Background: an optimization exercise with open tools, aiming at small area and a short achievable clock period. Do not read the settings as production practice. Only simulation tests tie the RTL to the original design; equivalence was not proved. Power is estimated from default activity; no workload was simulated.

== v6 ==
// hbm_line_codec
module hbm_line_codec (
  input  wire         clk,
  input  wire         rst,            
  input  wire         in_valid,
  input  wire         in_write,       
  input  wire [5:0]   in_mask,        
  input  wire [32:0]  in_addr,        
  input  wire [255:0] in_line,        
  input  wire [215:0] in_wdata,       
  output reg          out_valid,
  output reg  [1:0]   out_class,      
  output wire         out_status,     
  output wire [5:0]   out_word_err,   
  output wire [215:0] out_data,       
  output reg          out_wb,         
  output wire [255:0] out_line        
);
Size: about 2,500 cells after synthesis, ~1,000 I/O pins.
export LEC_CHECK = 0
export CAP_MARGIN = 20
export CORE_AREA = 4 4 246 246
export DIE_AREA = 0 0 250 250
export SETUP_SLACK_MARGIN = 5
export SLEW_MARGIN = 20
create_clock -name core_clock -period 10.0 [get_ports {clk}]
standard.sh (not shown) runs the stock make flow with config.mk's settings and CLKGATE_MAP_FILE= SYNTH_SCRIPT=/design/flow/synth_recipe.tcl, a recipe that flattens the netlist after the stock synthesis.
==> flow/flow/run.sh <==
#!/bin/bash
# Layout flow: the standard flow, with the smallest buffer on the ports,
# the pins one routing track apart, a lighter clock tree, and timing repair
# aimed at a setup slack of 5.3 ns.
# Each ORFS step writes its full log under orfs/logs/; make's own output goes
# to standard.log.
set -euo pipefail
bash standard.sh BUFFER_PORTS_ARGS="-buffer_cell sky130_fd_sc_hd__buf_1" \
  SETUP_SLACK_MARGIN=5.3 PLACE_PINS_ARGS="-min_distance 1 -min_distance_in_tracks" \
  CTS_ARGS="-sink_clustering_enable -repair_clock_nets -dont_use_dummy_load -buf_list {sky130_fd_sc_hd__clkbuf_4} -sink_clustering_size 10 -sink_clustering_max_diameter 40" \
  finish > standard.log 2>&1
#### Input delta (v7 over v6)
- CORE_AREA: 4 4 246 246 -> 4 4 346 346
- DIE_AREA: 0 0 250 250 -> 0 0 350 350
==> flow/flow/run.sh <==
#!/bin/bash
# Layout flow: the standard flow, with the smallest buffer on the ports.
# Each ORFS step writes its full log under orfs/logs/; make's own output goes
# to standard.log.
set -euo pipefail
bash standard.sh BUFFER_PORTS_ARGS="-buffer_cell sky130_fd_sc_hd__buf_1" finish > standard.log 2>&1
Notes after the runs:
v7 reports its critical path's slowest cell as mux2i_1 while v6 reports xor2_1. ~same deepest clock path buffer count in v6 and v7. Lower number of ordinary and repair buffers in the finished layout goes to v7 over v6. v7 leaves less setup margin than v6. For the all-layer global routing usage, v7 came in 8.4 points lower than v6 did. v7 against v6: x dimension of the die went up by about 40%, count of nets after finishing fell by about 1%, first-pass GRT wire length climbed 27%. Via count, v6 and v7, lower one = v6. Going from v6 to v7, final critical delay including setup and external delays now larger, total negative slack for setup checks held.

hbm_line_codec again, from the RTL that the note above started with.
export LEC_CHECK = 0
export CAP_MARGIN = 20
export CORE_AREA = 4 4 246 246
export DIE_AREA = 0 0 250 250
export SETUP_SLACK_MARGIN = 5
export SLEW_MARGIN = 20
create_clock -name core_clock -period 10.0 [get_ports {clk}]
==> flow/flow/run.sh <==
#!/bin/bash
# Layout flow: the standard flow, with the smallest buffer on the ports,
# the pins one routing track apart, a lighter clock tree, and timing repair
# aimed at a setup slack of 5.3 ns.
# Each ORFS step writes its full log under orfs/logs/; make's own output goes
# to standard.log.
set -euo pipefail
bash standard.sh BUFFER_PORTS_ARGS="-buffer_cell sky130_fd_sc_hd__buf_1" \
  SETUP_SLACK_MARGIN=5.2 PLACE_PINS_ARGS="-min_distance 1 -min_distance_in_tracks" \
  CTS_ARGS="-sink_clustering_enable -repair_clock_nets -dont_use_dummy_load -buf_list {sky130_fd_sc_hd__clkbuf_8} -sink_clustering_size 16 -sink_clustering_max_diameter 60" \
  finish > standard.log 2>&1
==> next run, changes <==
==> flow/flow/run.sh (replaced) <==
#!/bin/bash
# Layout flow: the standard flow, with the smallest buffer on the ports
# and the pins one routing track apart.
# Each ORFS step writes its full log under orfs/logs/; make's own output goes
# to standard.log.
set -euo pipefail
bash standard.sh BUFFER_PORTS_ARGS="-buffer_cell sky130_fd_sc_hd__buf_1" \
  PLACE_PINS_ARGS="-min_distance 1 -min_distance_in_tracks" finish > standard.log 2>&1
CORE_AREA = 4 4 216 216   (was 4 4 246 246)
DIE_AREA = 0 0 220 220   (was 0 0 250 250)
PLACE_DENSITY = 0.7   (was not set)
Outcome: Routed wire length is higher by 7.1%. Area after synthesis is unchanged. Via count grows by 6.9%. Worst setup slack loses 190 ps. Power grows by 10%. Cell count drops by 3.4%. Global-route usage went up by 11 points. Non-clock buffer count came out lower by 1. Synthesized cell count is unchanged.
==> next run, changes <==
==> flow/flow/run.sh (replaced) <==
#!/bin/bash
# Layout flow: the standard flow, with the smallest buffer on the ports.
# Each ORFS step writes its full log under orfs/logs/; make's own output goes
# to standard.log.
set -euo pipefail
bash standard.sh BUFFER_PORTS_ARGS="-buffer_cell sky130_fd_sc_hd__buf_1" finish > standard.log 2>&1
CORE_AREA = 4 4 346 346   (was 4 4 216 216)
DIE_AREA = 0 0 350 350   (was 0 0 220 220)
PLACE_DENSITY = 0.35   (was 0.7)
- die area increases to 2.5 times its value
- clock-buffer cell count is higher by 17
- via count drops by 8.4%
- clock power went up by about 10%
- sequential power stays flat
- area after synthesis does not change
- first-iteration DRC count decreases by 47%
- cell area rises by 6.2%
- total power climbs by 6.4%
- critical path depth is higher by 3
==> next run, changes <==
==> flow/flow/run.sh (replaced) <==
#!/bin/bash
# Layout flow: the standard flow, with the smallest buffer on the ports,
# the pins one routing track apart, a lighter clock tree, and timing repair
# aimed at a setup slack of 5.3 ns.
# Each ORFS step writes its full log under orfs/logs/; make's own output goes
# to standard.log.
set -euo pipefail
bash standard.sh BUFFER_PORTS_ARGS="-buffer_cell sky130_fd_sc_hd__buf_1" \
  SETUP_SLACK_MARGIN=5.3 PLACE_PINS_ARGS="-min_distance 1 -min_distance_in_tracks" \
  CTS_ARGS="-sink_clustering_enable -repair_clock_nets -dont_use_dummy_load -buf_list {sky130_fd_sc_hd__clkbuf_8} -sink_clustering_size 16 -sink_clustering_max_diameter 60" \
  finish > standard.log 2>&1
CORE_AREA = 4 4 246 246   (was 4 4 346 346)
DIE_AREA = 0 0 250 250   (was 0 0 350 350)
PLACE_DENSITY = 0.8   (was 0.35)
- utilization increases by 23 points
- design area shrinks by 6.9%
- global-route usage climbs by 8.7 points
- worst hold slack gets better by 3.4 ps
- die area drops by 49%
- worst setup slack improves by 160 ps
- total power fell by 13%
- final cell count shrinks by 17%
- wire length went down by 25%
- sequential cell count does not change
==> next run, changes <==
==> flow/flow/run.sh (replaced) <==
#!/bin/bash
# Layout flow: the standard flow, with the smallest buffer on the ports
# and timing repair aimed at a setup slack of 6.5 ns.
# Each ORFS step writes its full log under orfs/logs/; make's own output goes
# to standard.log.
set -euo pipefail
bash standard.sh BUFFER_PORTS_ARGS="-buffer_cell sky130_fd_sc_hd__buf_1" \
  SETUP_SLACK_MARGIN=6.5 finish > standard.log 2>&1
CORE_AREA = 4 4 346 346   (was 4 4 246 246)
DIE_AREA = 0 0 350 350   (was 0 0 250 250)
PLACE_DENSITY = not set   (was 0.8)
What happened: Die area rises by about 100%; cell area goes up by about 70%; via count came out higher by about 10%; global-route usage came out lower by 6.3 points.

hbm_line_codec, a different RTL version from the one above (not shown whole).
Size in the first run: about 2500 cells after synthesis, ~270 flip-flops.
==> flow/config.mk <==
export PLATFORM = sky130hd
export DESIGN_NAME = hbm_line_codec
export DESIGN_NICKNAME = hbm_line_codec
export VERILOG_FILES = /design/flow/design.v
export SDC_FILE = /design/flow/constraint.sdc
export NUM_CORES = 4
export LEC_CHECK = 0
export CAP_MARGIN = 20
export CORE_AREA = 4 4 346 346
export CTS_BUF_LIST = sky130_fd_sc_hd__clkbuf_8
export CTS_CLUSTER_SIZE = 24
export DIE_AREA = 0 0 350 350
export SETUP_SLACK_MARGIN = 5
export SLEW_MARGIN = 20
==> flow/constraint.sdc <==
create_clock -name core_clock -period 10.0 [get_ports {clk}]
set_input_delay 2.0000 -clock core_clock [delete_from_list [all_inputs] [get_ports {clk}]]
set_output_delay 2.0000 -clock core_clock [all_outputs]
set_load 0.01 [all_outputs]
==> flow/flow/run.sh <==
#!/bin/bash
# Layout flow: the standard flow, with the smallest buffer on the ports.
# Each ORFS step writes its full log under orfs/logs/; make's own output goes
# to standard.log.
set -euo pipefail
bash standard.sh BUFFER_PORTS_ARGS="-buffer_cell sky130_fd_sc_hd__buf_1" finish > standard.log 2>&1
The baseline passed the timing, DRC and antenna checks.
Rerun with:
==> flow/flow/run.sh (replaced) <==
#!/bin/bash
# Layout flow: the standard flow, with the smallest buffer on the ports,
# the pins one routing track apart, a lighter clock tree, and timing repair
# aimed at a setup slack of 5.3 ns.
# Each ORFS step writes its full log under orfs/logs/; make's own output goes
# to standard.log.
set -euo pipefail
bash standard.sh BUFFER_PORTS_ARGS="-buffer_cell sky130_fd_sc_hd__buf_1" \
  SETUP_SLACK_MARGIN=5.3 PLACE_PINS_ARGS="-min_distance 1 -min_distance_in_tracks" \
  CTS_ARGS="-sink_clustering_enable -repair_clock_nets -dont_use_dummy_load -buf_list {sky130_fd_sc_hd__clkbuf_8} -sink_clustering_size 16 -sink_clustering_max_diameter 60" \
  finish > standard.log 2>&1
- CORE_AREA: 4 4 346 346 -> 4 4 246 246
- CTS_BUF_LIST: sky130_fd_sc_hd__clkbuf_8 -> default
- CTS_CLUSTER_SIZE: 24 -> default
- DIE_AREA: 0 0 350 350 -> 0 0 250 250
Count of clock-buffer cells in the layout shrinks by 33.
Power drops by a few percent.
Worst setup slack improved by 350 ps.
Via count is lower by a few percent.
Clock power drops by well over a third.
Synthesized area stays the same.
Die area shrinks by well over a third.
Cell count fell by about a fifth.
Rerun with:
==> flow/flow/run.sh (replaced) <==
#!/bin/bash
# Layout flow: the standard flow, with the smallest buffer on the ports.
# Each ORFS step writes its full log under orfs/logs/; make's own output goes
# to standard.log.
set -euo pipefail
bash standard.sh BUFFER_PORTS_ARGS="-buffer_cell sky130_fd_sc_hd__buf_1" finish > standard.log 2>&1
- CORE_AREA: 4 4 246 246 -> 4 4 346 346
- DIE_AREA: 0 0 250 250 -> 0 0 350 350
Global-route usage fell by 6.3 points. Fmax fell by about 6%. Wire length rose by about 50%. Utilization fell by 23 points. Clock-buffer cell count rose by 15. Total power rose by about 9%.

## port drivers added, routing unchanged
The flow's constraints put no driver on any port. The routed layouts listed below were extracted and timed again, unchanged, in two steps.
Step 1 (the two cells are an assumption about what drives the block):
set clk [get_ports {clk}]
set_driving_cell -lib_cell sky130_fd_sc_hd__clkbuf_16 $clk
set_driving_cell -lib_cell sky130_fd_sc_hd__buf_2 [delete_from_list [all_inputs] $clk]
Step 2 moves the port delays by t, midway between the first and last clock arrival at a register: inputs arrive t later, outputs are due t later. That takes back most of the time a late clock gives input paths.
Three values: ideal, step 1, step 2; two values: the first two.
| run | shift t [ns] | setup slack, ns | slew at the worst register clock pin (ns) | worst data-port slew with drivers (ns) |
|---|---|---|---|---|
| v6 | 0.858 | 5.369 / 5.309 / 4.630 | 0.11 / 0.11 | 0.12 |
| v7 | 0.671 | 5.005 / 4.960 / 4.376 | 0.07 / 0.07 | 0.22 |
| the first run of note 2 | 0.642 | 5.229 / 5.171 / 4.717 | 0.11 / 0.11 | 0.10 |
| the second run of note 2 | 0.594 | 5.038 / 4.983 / 4.566 | 0.07 / 0.07 | 0.12 |
| the third run of note 2 | 0.670 | 5.037 / 5.056 / 4.410 | 0.06 / 0.06 | 0.15 |
| the fourth run of note 2 | 0.631 | 5.200 / 5.144 / 4.749 | 0.11 / 0.11 | 0.15 |
| the fifth run of note 2 | 0.651 | 5.393 / 5.323 / 4.794 | 0.06 / 0.06 | 0.18 |
| the first run of note 3 | 0.767 | 4.933 / 4.974 / 4.207 | 0.07 / 0.07 | 0.20 |
| the second run of note 3 | 0.630 | 5.278 / 5.306 / 4.676 | 0.11 / 0.11 | 0.15 |
| the third run of note 3 | 0.660 | 4.986 / 5.009 / 4.349 | 0.07 / 0.07 | 0.20 |
After both steps setup and hold are still met in every run listed. For v6, which loses most, drivers alone change the setup slack by -0.060 ns; drivers and shift together by -0.739 ns.
